This is an optimization exercise on Yosys and OpenROAD, whose aim is small area, a short achievable clock period and few clock cycles, not a production implementation. The RTL of this run was laid out without a check of its function.

==> design.v <==
module fp32_add (
    input  wire [31:0] a,
    input  wire [31:0] b,
    output reg  [31:0] y
);
    wire        sa = a[31], sb = b[31];
    wire [7:0]  ea = a[30:23], eb = b[30:23];
    wire [22:0] fa = a[22:0],  fb = b[22:0];
    wire a_nan  = (ea == 8'hff) && (fa != 0);
    wire b_nan  = (eb == 8'hff) && (fb != 0);
    wire a_inf  = (ea == 8'hff) && (fa == 0);
    wire b_inf  = (eb == 8'hff) && (fb == 0);
    wire a_zero = (ea == 8'h00);
    wire b_zero = (eb == 8'h00);
    wire        swap = {eb, fb} > {ea, fa};
    wire        sx   = swap ? sb : sa;
    wire        sy   = swap ? sa : sb;
    wire [7:0]  ex   = swap ? eb : ea;
    wire [7:0]  ey   = swap ? ea : eb;
    wire [23:0] mx   = {1'b1, swap ? fb : fa};
    wire [23:0] my   = {1'b1, swap ? fa : fb};
    wire [7:0]  d    = ex - ey;
    wire [26:0] xm = {mx, 3'b000};
    reg  [26:0] ym;
    reg  [49:0] ysh;
    always @(*) begin
        ysh = {my, 26'd0} >> ((d > 8'd26) ? 8'd26 : d);
        ym  = {ysh[49:24], |ysh[23:0]};
        if (d > 8'd26) ym = 27'd1;
    end
    wire        sub = sx ^ sy;
    wire [27:0] sum = sub ? ({1'b0, xm} - {1'b0, ym}) : ({1'b0, xm} + {1'b0, ym});
    reg  [4:0]  lz;
    integer k;
    always @(*) begin
        lz = 5'd27;
        for (k = 0; k <= 26; k = k + 1)
            if (sum[k]) lz = 5'd26 - k[4:0];
    end
    reg [9:0]  e_n;           
    reg [27:0] m_n;           
    reg [24:0] m_r;
    reg        g, s_b, lsb, up;
    reg [9:0]  e_r;
    always @(*) begin
        if (sum[27]) begin
            m_n = {1'b0, sum[27:2], sum[1] | sum[0]};
            e_n = {2'b00, ex} + 10'd1;
        end else begin
            m_n = sum << lz;
            e_n = {2'b00, ex} - {5'd0, lz};
        end
        lsb = m_n[3];
        g   = m_n[2];
        s_b = m_n[1] | m_n[0];
        up  = g && (s_b || lsb);
        m_r = {1'b0, m_n[26:3]} + {24'd0, up};
        e_r = e_n;
        if (m_r[24]) begin
            m_r = m_r >> 1;
            e_r = e_n + 10'd1;
        end
    end
    always @(*) begin
        if (a_nan || b_nan || (a_inf && b_inf && (sa != sb)))
            y = 32'h7fc00000;
        else if (a_inf)
            y = {sa, 8'hff, 23'd0};
        else if (b_inf)
            y = {sb, 8'hff, 23'd0};
        else if (a_zero && b_zero)
            y = {sa & sb, 31'd0};
        else if (a_zero)
            y = b;
        else if (b_zero)
            y = a;
        else if (sum == 28'd0)
            y = 32'h00000000;                        
        else if ($signed(e_r) >= 10'sd255)
            y = {sx, 8'hff, 23'd0};
        else if ($signed(e_r) <= 10'sd0)
            y = {sx, 31'd0};                         
        else
            y = {sx, e_r[7:0], m_r[22:0]};
    end
endmodule
module fp32_mul (
    input  wire [31:0] a,
    input  wire [31:0] b,
    output reg  [31:0] y
);
    wire        sa = a[31], sb = b[31];
    wire [7:0]  ea = a[30:23], eb = b[30:23];
    wire [22:0] fa = a[22:0],  fb = b[22:0];
    wire        s  = sa ^ sb;
    wire a_nan  = (ea == 8'hff) && (fa != 0);
    wire b_nan  = (eb == 8'hff) && (fb != 0);
    wire a_inf  = (ea == 8'hff) && (fa == 0);
    wire b_inf  = (eb == 8'hff) && (fb == 0);
    wire a_zero = (ea == 8'h00);
    wire b_zero = (eb == 8'h00);
    wire [47:0] p = {1'b1, fa} * {1'b1, fb};
    reg  [9:0]  e_n;           
    reg  [23:0] m;             
    reg         g, s_b, up;
    reg  [24:0] m_r;
    reg  [9:0]  e_r;
    always @(*) begin
        if (p[47]) begin
            m   = p[47:24];
            g   = p[23];
            s_b = |p[22:0];
            e_n = {2'b00, ea} + {2'b00, eb} - 10'd126;
        end else begin
            m   = p[46:23];
            g   = p[22];
            s_b = |p[21:0];
            e_n = {2'b00, ea} + {2'b00, eb} - 10'd127;
        end
        up  = g && (s_b || m[0]);
        m_r = {1'b0, m} + {24'd0, up};
        e_r = e_n;
        if (m_r[24]) begin
            m_r = m_r >> 1;
            e_r = e_n + 10'd1;
        end
    end
    always @(*) begin
        if (a_nan || b_nan || (a_inf && b_zero) || (b_inf && a_zero))
            y = 32'h7fc00000;
        else if (a_inf || b_inf)
            y = {s, 8'hff, 23'd0};
        else if (a_zero || b_zero)
            y = {s, 31'd0};
        else if ($signed(e_n) == 10'sd0 && m == 24'hffffff)
            y = {s, 8'h01, 23'd0};                   
        else if ($signed(e_n) <= 10'sd0)
            y = {s, 31'd0};                          
        else if ($signed(e_r) >= 10'sd255)
            y = {s, 8'hff, 23'd0};
        else
            y = {s, e_r[7:0], m_r[22:0]};
    end
endmodule
module cc_pi (
    input  wire        clk,
    input  wire        rst,           
    input  wire        in_valid,
    output wire        in_ready,
    input  wire [31:0] in_e,
    input  wire [31:0] in_ff,
    input  wire [31:0] in_r,          
    input  wire [31:0] in_kp,
    input  wire [31:0] in_kit,
    input  wire [31:0] in_lo,
    input  wire [31:0] in_hi,
    input  wire [31:0] in_i0,
    output reg         out_valid,
    output reg  [31:0] out_y,
    output reg  [31:0] out_i,
    output reg         out_held
);
    localparam S_IDLE = 3'd0;
    localparam S_M1   = 3'd1;      
    localparam S_M2   = 3'd2;      
    localparam S_A1   = 3'd3;      
    localparam S_A2   = 3'd4;      
    localparam S_A3   = 3'd5;      
    localparam S_R1   = 3'd6;      
    function [31:0] flush(input [31:0] x);
        if (x[30:23] == 8'h00)                     flush = {x[31], 31'd0};
        else if (x[30:23] == 8'hff && x[22:0] != 0) flush = 32'h7fc00000;
        else                                        flush = x;
    endfunction
    function is_nan(input [31:0] x);
        is_nan = (x[30:23] == 8'hff) && (x[22:0] != 0);
    endfunction
    function is_fin(input [31:0] x);
        is_fin = (x[30:23] != 8'hff);
    endfunction
    function lt(input [31:0] a, input [31:0] b);
        if (is_nan(a) || is_nan(b))                  lt = 1'b0;
        else if (a[30:0] == 0 && b[30:0] == 0)       lt = 1'b0;
        else if (a[31] != b[31])                     lt = a[31];
        else if (!a[31])                             lt = a[30:0] < b[30:0];
        else                                         lt = a[30:0] > b[30:0];
    endfunction
    reg [2:0]  state;
    reg [31:0] e, ff, kp, kit, lo, hi, i0;
    reg [31:0] st_i;                
    reg [31:0] p, t;                
    reg [31:0] inew;
    reg  [31:0] ma, mb, aa, ab;
    wire [31:0] mr, ar;
    fp32_mul u_mul (.a(ma), .b(mb), .y(mr));
    fp32_add u_add (.a(aa), .b(ab), .y(ar));
    always @(*) begin
        ma = kp;
        mb = e;
        aa = st_i;
        ab = t;
        case (state)
            S_M1: begin ma = kp;  mb = e; end
            S_M2: begin ma = kit; mb = e; end
            S_A1: begin aa = st_i; ab = t; end
            S_A2: begin aa = p;    ab = inew; end
            S_A3: begin aa = t;    ab = ff; end
            S_R1: begin aa = i0;   ab = ff; end
            default: ;
        endcase
    end
    wire r_true = !in_r[31] && !is_nan(in_r) && (in_r[30:0] >= 31'h3f000000);
    wire e_neg  = lt(e, 32'h00000000);
    wire e_pos  = lt(32'h00000000, e);
    reg [31:0] y_new, i_new;
    reg        keep;
    always @(*) begin
        y_new = out_y;
        i_new = st_i;
        keep  = 1'b0;
        if (state == S_R1) begin
            y_new = lt(hi, ar) ? hi : ar;
            y_new = lt(y_new, lo) ? lo : y_new;
            i_new = i0;
        end else begin
            if (lt(hi, ar)) begin
                y_new = hi;
                i_new = e_neg ? inew : st_i;
            end else if (lt(ar, lo)) begin
                y_new = lo;
                i_new = e_pos ? inew : st_i;
            end else begin
                y_new = ar;
                i_new = inew;
            end
        end
        if (!is_fin(i_new)) keep = 1'b1;
        if (is_nan(y_new)) y_new = 32'h7fc00000;
    end
    assign in_ready = (state == S_IDLE);
    always @(posedge clk) begin
        if (rst) begin
            state     <= S_IDLE;
            st_i      <= 32'h00000000;
            out_y     <= 32'h00000000;
            out_i     <= 32'h00000000;
            out_valid <= 1'b0;
            out_held  <= 1'b0;
        end else begin
            out_valid <= 1'b0;
            case (state)
                S_IDLE: if (in_valid) begin
                    e   <= flush(in_e);
                    ff  <= flush(in_ff);
                    kp  <= flush(in_kp);
                    kit <= flush(in_kit);
                    lo  <= flush(in_lo);
                    hi  <= flush(in_hi);
                    i0  <= flush(in_i0);
                    if (r_true) begin
                        state <= S_R1;
                    end else if (is_nan(in_e) || is_nan(in_ff)) begin
                        out_valid <= 1'b1;           
                        out_held  <= 1'b1;
                    end else begin
                        state <= S_M1;
                    end
                end
                S_M1: begin p <= mr;    state <= S_M2; end
                S_M2: begin t <= mr;    state <= S_A1; end
                S_A1: begin inew <= ar; state <= S_A2; end
                S_A2: begin t <= ar;    state <= S_A3; end
                S_A3, S_R1: begin
                    out_valid <= 1'b1;
                    out_held  <= keep;
                    if (!keep) begin
                        st_i  <= i_new;
                        out_y <= y_new;
                        out_i <= i_new;
                    end
                    state <= S_IDLE;
                end
                default: state <= S_IDLE;
            endcase
        end
    end
endmodule
==> run.sh <==
#!/bin/bash
# synth_recipe.tcl (not shown) runs the flow's synth.tcl, then flattens the netlist and writes it again
# the make line also repeats each setting of config.mk as NAME=value (left out here)
make -C /OpenROAD-flow-scripts/flow DESIGN_CONFIG=/design/flow/config.mk WORK_HOME=/design/flow/orfs CLKGATE_MAP_FILE= SYNTH_SCRIPT=/design/flow/synth_recipe.tcl finish
==> config.mk <==
export PLATFORM = sky130hd
export DESIGN_NAME = cc_pi
export DESIGN_NICKNAME = cc_pi
export VERILOG_FILES = /design/flow/design.v
export SDC_FILE = /design/flow/constraint.sdc
export NUM_CORES = 4
export LEC_CHECK = 0
export CAP_MARGIN = 20
export CORE_MARGIN = 2
export CORE_UTILIZATION = 40
export SLEW_MARGIN = 20
==> constraint.sdc <==
create_clock -name core_clock -period 30.0 [get_ports {clk}]
set_input_delay 6.0000 -clock core_clock [delete_from_list [all_inputs] [get_ports {clk}]]
set_output_delay 6.0000 -clock core_clock [all_outputs]
set_load 0.01 [all_outputs]
==> results by group <==
Die
  – Die H: between 300 and 400 µm
  – Die ar.: 138000 µm²
  – Initial core utilization: a little over 40%
  – I/O pin total: 326
  – Die X: 371 µm
  – Row count: 134
  – Core Region: ~130000 µm²

CTS
  – CTS Sinks: 389
  – Hold_buf cts: 0
  – Post-CTS resize count: 0
  – Clock latency on the worst-skew pair: ~640 ps
  – Clock Root Buffer: clkbuf_16
  – TritonCTS clock tree: yes
  – Setup bufs post-CTS: 0
  – # H-tree levels: 2
  – Cts bufs inserted: 42
  – Clock transition at path regs: approximately 60 ps
  – Clock buffer depth: 3

Timing
  – Clock skew: 95.7 ps
  – Worst-margin pin slew: between 1000 and 1500 ps
  – Final Slew Violations: 0
  – Clock period minus worst slack: 27320 ps
  – TNS Setup: 0 ps
  – Hold Violations, Final: 0
  – # setup viols final: 0
  – Fmax achieved: 0.0366 GHz
  – RSZ-0062 raised after global routing: false
  – Tcrit/Tclk final: between 90% and 100%
  – Slew headroom: 18.3%

Cells and area
  – Most common cell after layout, fill and taps aside: nand2_1
  – Area growth from synthesis to layout: 12.0%
  – Final nets: a little under 8000
  – Post-Layout Cell Count: 8391
  – Layout cells sized above 1: under 10%
  – Most used cells in the layout excluding fill and tap cells: nand2_1 (737), inv_1 (708), fa_1 (485)

Critical path
  – CP dominant cell by count: a21oi_1
  – Crit start category: flop
  – Critical Path Fanout Max: 91
  – Setup Crit Path Kind: reg -> reg
  – Slowest cell on crit path: or2_2
  – Worst Path Required: 30520 ps
  – Worst Path Arrival: 27840 ps
  – CP peak stage delay: 860 ps
  – Setup crit end kind: flop

Placement
  – PortBufs: about 330
  – Placer Congestion: just over 1
  – HPWL after DPL: 178000 µm
  – Placed Cells: 8308

Synthesis
  – EDFF count, synth: 320
  – Adder and majority gate portion of the synthesized area: between 20% and 30%
  – Area leader, netlist: fa_1
  – Mapped Cells: roughly 6500
  – Synth area leaders: fa_1 (18%), edfxtp_1 (18%), ha_1 (8.4%), nand2_1 (5.1%), inv_1 (4.9%)
  – Largest family of logic cells by synthesized area: adder cells
  – Post-synthesis async set-or-reset flop share: 0%
  – Post-synth cell types: between 100 and 150
  – Sequential cell area fraction in the yosys report: between 20% and 30%
  – Synth Area in Compound Gates: a little under a fifth
  – Net Count, Synth: between 7000 and 8000
  – Syn_area_per_cell: 8.30 µm²
  – Ys flop type: edfxtp_1
  – Warnings from Yosys: 3
  – Simple-gate portion of the synthesized area: 20.5%
  – Mux cell area share after synthesis: 3.27%
  – Seq cells post-synth: between 300 and 400
  – Share of the synthesized area in the top cell type: 18.0%
  – Xor-xnor portion of the synthesized cell area: under 10%
  – Synthesized cell area: between 50000 and 60000 µm²

GRT
  – Vias in the first global route: a little under 50000
  – Congestion Overflow GR: 0
  – Total GRT Usage: about a third
  – Initial antenna violation count: 10
  – First-pass GRT wire length: 332000 µm
  – Largest net degree at the start of global routing: between 90 and 100

Routing
  – Starting DRC count in detailed routing: 6604
  – Met3 WL post-DR: roughly 26000 µm
  – Remaining DRCs: 0
  – DR vias/cell: 6.20
  – M1 WL: just under 100000 µm
  – DRT Pass-1 Iters: 8
  – DRT Wirelength: 226000 µm
  – Routed met2 length: roughly 95000 µm
  – Vias: between 50000 and 60000
  – Final ANT Viol Nets: 0
  – DR WL/cell: between 20 and 30 µm
  – Top sig layer: met5

Outcome
  – Outcome: timing/DRC/antenna clean

Worst hold path
  – HP Class: reg -> reg

Job
  – Max cap viols: 0
registers in the layout, indices dropped and copies added, names as in the netlist:
| signal | cells |
|---|---|
| i0 | 32 |
| out_i | 32 |
| hi | 32 |
| out_held | 1 |
| out_valid | 1 |
| p | 32 |
| kit | 32 |
| lo | 32 |
| t | 32 |
| kp | 32 |
| ff | 32 |
| e | 32 |
| inew | 32 |
| state | 3 |
| out_y | 32 |
worst paths after layout:
path / from / to / slack (ps) / cells after the start
min reg2reg: out_held$_SDFFE_PP0P_ / out_held$_SDFFE_PP0P_ / 470 / 2
min: out_held$_SDFFE_PP0P_ / out_held$_SDFFE_PP0P_ / 470 / 2
max reg2reg: state[0]$_SDFFE_PP0P_ / out_y[0]$_SDFFE_PP0P_ / 2680 / 90
max: state[0]$_SDFFE_PP0P_ / out_y[0]$_SDFFE_PP0P_ / 2680 / 90
cells by family (layout without fill, tap and decap cells):
logic type,count (synthesis),after routing
AO/OA/AOI/OAI,1522,1522
buffers and inverters,1144,1267
XOR/XNOR,160,160
other,0,5
adder cells (fa/ha/maj),849,849
multiplexers,168,168
flip-flops,389,389
AND/OR/NAND/NOR,2263,2263
critical path, delay by kind of cell, from the launching register on:
kind / cells / cell delay [ps]
AO/OA/AOI/OAI: 39 / 11000
adder cells (fa/ha/maj): 5 / 1530
buffers and inverters: 10 / 4010
flip-flops: 1 / 310
multiplexers: 5 / 1480
AND/OR/NAND/NOR: 31 / 8760
synth_stat cells (22+ instances only):
| master | instances |
|---|---|
| a2111oi_0 | 22 |
| clkbuf_1 | 345 |
| o21ai_1 | 43 |
| nor2_1 | 445 |
| edfxtp_1 | 320 |
| a21o_1 | 65 |
| or3_1 | 62 |
| a31oi_1 | 45 |
| and3_1 | 196 |
| ha_1 | 362 |
| nor3_1 | 116 |
| nand2b_1 | 42 |
| fa_1 | 485 |
| mux2_2 | 37 |
| mux2i_1 | 123 |
| o31ai_1 | 25 |
| a22oi_1 | 47 |
| buf_1 | 22 |
| a211oi_1 | 98 |
| xnor2_1 | 108 |
| o22ai_1 | 35 |
| a221o_1 | 24 |
| nor2b_1 | 40 |
| nand3_1 | 141 |
| a21oi_1 | 395 |
| xor2_1 | 50 |
| o21bai_1 | 37 |
| nand4_1 | 96 |
| o211ai_1 | 50 |
| o21a_1 | 31 |
| o21ai_0 | 341 |
| inv_1 | 708 |
| and2_1 | 164 |
| nor4_1 | 125 |
| dfxtp_1 | 69 |
| nand2_1 | 739 |
| buf_2 | 49 |
metrics by stage:
stage	area [µm²]	util, %	hold slack [ps]	worst slack [ps]
6_report	60400	45.2	471	2680
4_1_cts	60400	45.2	465	3470
2_1_floorplan	53900	-	467	6950
3_5_place_dp	58900	44.1	455	3490
5_1_grt	60400	45.2	477	881
3_3_place_gp	58900	44.1	464	3960
per-layer routing:
metal,track usage (%),up-vias
met3,7.10,439
met4,10.1,8
met1,46.4,25500
li1,-,22900
met5,0,-
met2,47.5,3132
area by class of cell:
class	count	area, µm²
timing repair buffer	474	4370
multi-input combinational	4962	38600
antenna	5	12.5
clock inverter	28	365
inverter	715	2680
clock buffer	50	1110
fill	13200	73200
sequential	389	11000
tap	1768	2210

## what the ideal ports hide
Ports are ideal in the flow. The routed layout listed here was re-timed in OpenROAD.
Step 1: set_driving_cell puts a clkbuf_16 on clk and a buf_2 on each other input, an assumption about the parent block.
Step 2 moves the port delays by t, midway between the first and last clock arrival at a register: inputs arrive t later, outputs are due t later. That takes back most of the time a late clock gives input paths.
a / b / c = ideal ports / drivers / drivers and shift; a / b = the first two.
shift t [ns]: 0.666
slack for setup (ns): 2.683 / 2.683 / 2.683
slew at the worst register clock pin (ns): 0.07 / 0.07
After both steps this run still meets setup and hold. For this run, drivers alone change the setup slack by 0.000 ns; drivers and shift together by 0.000 ns.
